From an optimization exercise on the open Yosys and OpenROAD flow, aimed at small area, a short achievable clock period and few clock cycles per item; shortcuts taken in it are not production practice.
Where RTL was checked, it was by simulation tests only, not by an equivalence proof against the original.
Power is estimated from default activity; no workload was simulated.

Design facet_tile, start of the top module:
module facet_tile (
    input  wire        clk,
    input  wire        rst,
    input  wire        start,
    input  wire [1:0]  cls,           
    input  wire [31:0] crc_in,        
    output wire        idle,
    input  wire        in_valid,
    input  wire [7:0]  in_data,
    output wire        in_ready,
    output reg         out_valid,
    output reg  [63:0] out_data,
    input  wire        out_ready,
    output reg         done,
    output wire [3:0]  done_cause,    
    output wire [7:0]  done_offset,   
    output wire [31:0] done_arg,      
    output wire [31:0] done_crc       
);
Size: roughly 1,600 cells after synthesis, about 250 flip-flops, roughly 190 I/O pins, roughly 17,000 um^2 of cells after synthesis.
export LEC_CHECK = 0
export CAP_MARGIN = 20
export CORE_MARGIN = 2
export CORE_UTILIZATION = 30
export PLACE_DENSITY = 0.5
export SLEW_MARGIN = 20
create_clock -name core_clock -period 10.0 [get_ports {clk}]
run.sh (not shown) runs the stock make flow with config.mk's settings and CLKGATE_MAP_FILE= SYNTH_SCRIPT=/design/flow/synth_recipe.tcl, a recipe that flattens the netlist after the stock synthesis.
Testbench counts at the start, summed over its fixed seeds: cycles 528,443, tiles 1,920.
==> next run, changes <==
--- a/flow/design.v
+++ b/flow/design.v
@@ -28,32 +28,32 @@
                      P_NCOD  = 4'd8,
                      P_TRAIL = 4'd9;    
     reg         busy;
     reg         idle_r;       
     reg  [1:0]  cls_q;
     reg  [8:0]  idx;          
     reg  [3:0]  pst;          
     reg         fail;         
     reg  [3:0]  cause;
     reg  [7:0]  offset;
     reg  [31:0] arg;
     reg  [31:0] crc;
-    reg  [10:0] p_last;       
+    reg         n_first;      
     reg         rdy;
     reg         v0, v1;
     reg  [7:0]  h0, h1;
     reg         pend;
     reg  [9:0]  pend_l;
     reg  [7:0]  code_st;
-    reg  [7:0]  len_st;       
+    reg  [10:0] n_last;       
     reg         bm;           
     reg         run_act;
     reg  [9:0]  run_l;        
     reg  [7:0]  run_code;     
     reg  [2:0]  q;            
     reg  [6:0]  bcnt;         
     reg         ofin;         
     assign idle        = idle_r;
     assign in_ready    = rdy;
     assign done_cause  = cause;
     assign done_offset = offset;
     assign done_arg    = arg;
@@ -260,25 +260,27 @@
     always @(*)
         for (k = 0; k < 8; k = k + 1) begin
             ln_plan[k] = bm ? (busy && pend)
                             : (rn_can && k >= q && (f_on || k <= f_l[2:0]));
             ln_sel[k]  = bm ? pend_l[k] : !run_act;
         end
     wire ip_plain = busy && v0 && (pst != P_NLEN) && (pst != P_BMAP) &&
                     (pst != P_NCOD || !pend);
     wire nlen_go  = busy && v0 && (pst == P_NLEN) && (!pend || idx != slen_m1);
     wire ip_bm    = busy && v0 && (pst == P_BMAP) && !run_act;
     wire ip_acc   = ip_plain || nlen_go || ip_bm;
     wire bm_go    = busy && bm && pend && wr_ok;
-    wire [10:0] n_last = p_last + {3'd0, len_st} + 11'd1;
+    wire [9:0]  p_last = pend ? pend_l : run_l;
+    wire [10:0] n_next = n_first ? {3'd0, b}
+                                 : {1'b0, p_last} + {3'd0, b} + 11'd1;
     wire last_byte = (idx == slen_m1 + 9'd1) || (ip_acc && idx == slen_m1);
     wire og_fin    = ofin && wr_ok;
     wire push = in_valid && rdy;
     integer j;
     always @(posedge clk) begin
         if (ip_acc) begin
             h0 <= v1 ? h1 : in_data;
             v0 <= v1 || push;
             h1 <= in_data;
             v1 <= v1 && push;
             rdy <= 1'b1;
         end else begin
@@ -329,25 +331,25 @@
                 end
             end
             if (ip_acc)
                 idx <= idx + 9'd1;
             if (ip_bm && idx == 9'd130)
                 pst <= P_TRAIL;
             if (nlen_go) begin
                 if (idx == slen_m1) begin
                     fail <= 1'b1; cause <= 4'd6; offset <= idx[7:0];
                     pend <= 1'b1; pend_l <= 10'd1023; code_st <= 8'd0;
                     pst <= P_TRAIL;
                 end else begin
-                    len_st <= b;
+                    n_last <= n_next;
                     pst <= P_NCOD;
                 end
             end
             if (ip_plain) begin
                 case (pst)
                     P_HDR: begin
                         if (b[4:0] != 5'd0) begin
                             fail <= 1'b1; cause <= 4'd4;
                             pend <= 1'b1; pend_l <= 10'd1023; code_st <= 8'd0;
                             pst <= P_TRAIL;
                         end else case (b[7:5])
                             3'd0: pst <= P_U1;
@@ -388,50 +390,50 @@
                         endcase
                         if (idx[2:0] == 3'd4) pst <= P_TRAIL;
                     end
                     P_B1: begin run_code <= b; pst <= P_B2; end
                     P_B2: begin code_st  <= b; pst <= P_BMAP; end
                     P_NCOD: begin
                         if (n_last[10]) begin
                             fail <= 1'b1; cause <= 4'd6; offset <= idx[7:0] - 8'd1;
                             pend <= 1'b1; pend_l <= 10'd1023; code_st <= 8'd0;
                             pst <= P_TRAIL;
                         end else begin
                             pend <= 1'b1; pend_l <= n_last[9:0]; code_st <= b;
-                            p_last <= n_last;
+                            n_first <= 1'b0;
                             pst <= (n_last[9:0] == 10'd1023) ? P_TRAIL : P_NLEN;
                         end
                     end
                     default: if (!fail && b != 8'd0) begin    
                         fail <= 1'b1; cause <= 4'd4; offset <= idx[7:0]; arg <= 32'd0;
                     end
                 endcase
             end
             if (busy && last_byte && og_fin) begin
                 done   <= 1'b1;
                 busy   <= 1'b0;
                 idle_r <= 1'b1;
             end
             if (!busy) begin
                 busy     <= start;
                 idle_r   <= !start;
                 cls_q    <= cls;
                 crc      <= crc_in;
                 idx      <= 9'd0;
                 pst      <= P_HDR;
                 fail     <= 1'b0;
                 cause    <= 4'd0;
                 offset   <= 8'd0;
                 arg      <= 32'd0;
-                p_last   <= 11'h7FF;
+                n_first  <= 1'b1;
                 pend     <= 1'b0;
                 run_act  <= 1'b0;
                 bm       <= 1'b0;
                 q        <= 3'd0;
                 bcnt     <= 7'd0;
                 ofin     <= 1'b0;
             end
         end
         if (rst) begin
             busy      <= 1'b0;
             idle_r    <= 1'b1;
             out_valid <= 1'b0;
Utilization goes down by 0.36 points.
Total power goes up by 2.1%.
Wire length goes down by 7.2%.
Die area goes down by 1.5%.
Non-clock buffer count goes down by 5.
Clock skew goes down by 0.028 ns.
Area after synthesis goes down by 1.6%.
Synthesized cell count goes up by 1.4%.
Final area goes down by 1.7%.
Count of clock-buffer cells in the layout goes up by 8.
Sequential power goes down by about 3%.
Via count goes down by 1.1%.
Final cell count goes up by 0.61%.
Worst setup slack degrades by 1.2 ns.
The RTL of the second run of this note was laid out without a check of its function.

## port drivers added, routing unchanged
In the flow no input, the clock included, has a driving cell. The finished layouts below were timed again as built, in two steps. Step 1 sets driving cells, clkbuf_16 on the clock port and buf_2 on the other inputs (assumed; they add their load-dependent delay and slew). Step 2 moves the port delays by t, midway between the first and last clock arrival at a register: inputs arrive t later, outputs are due t later. That takes back most of the time a late clock gives input paths. Three values: no drivers, after step 1, after step 2; two values: the first two.
| run | t (ns) | setup slack, ns | hold WS [ns] | slew at the worst register clock pin (ns) | worst slew at a driven data input, ns |
|---|---|---|---|---|---|
| the first run | 0.643 | 5.967 / 5.915 / 5.758 | 0.464 / 0.464 / 0.464 | 0.07 / 0.07 | 0.07 |
| the second run | 0.647 | 4.742 / 4.733 / 4.086 | 0.494 / 0.494 / 0.494 | 0.07 / 0.07 | 0.08 |
After both steps every run listed still meets setup and hold. For the second run, which loses most, drivers alone change the setup slack by -0.009 ns; drivers and shift together by -0.656 ns.
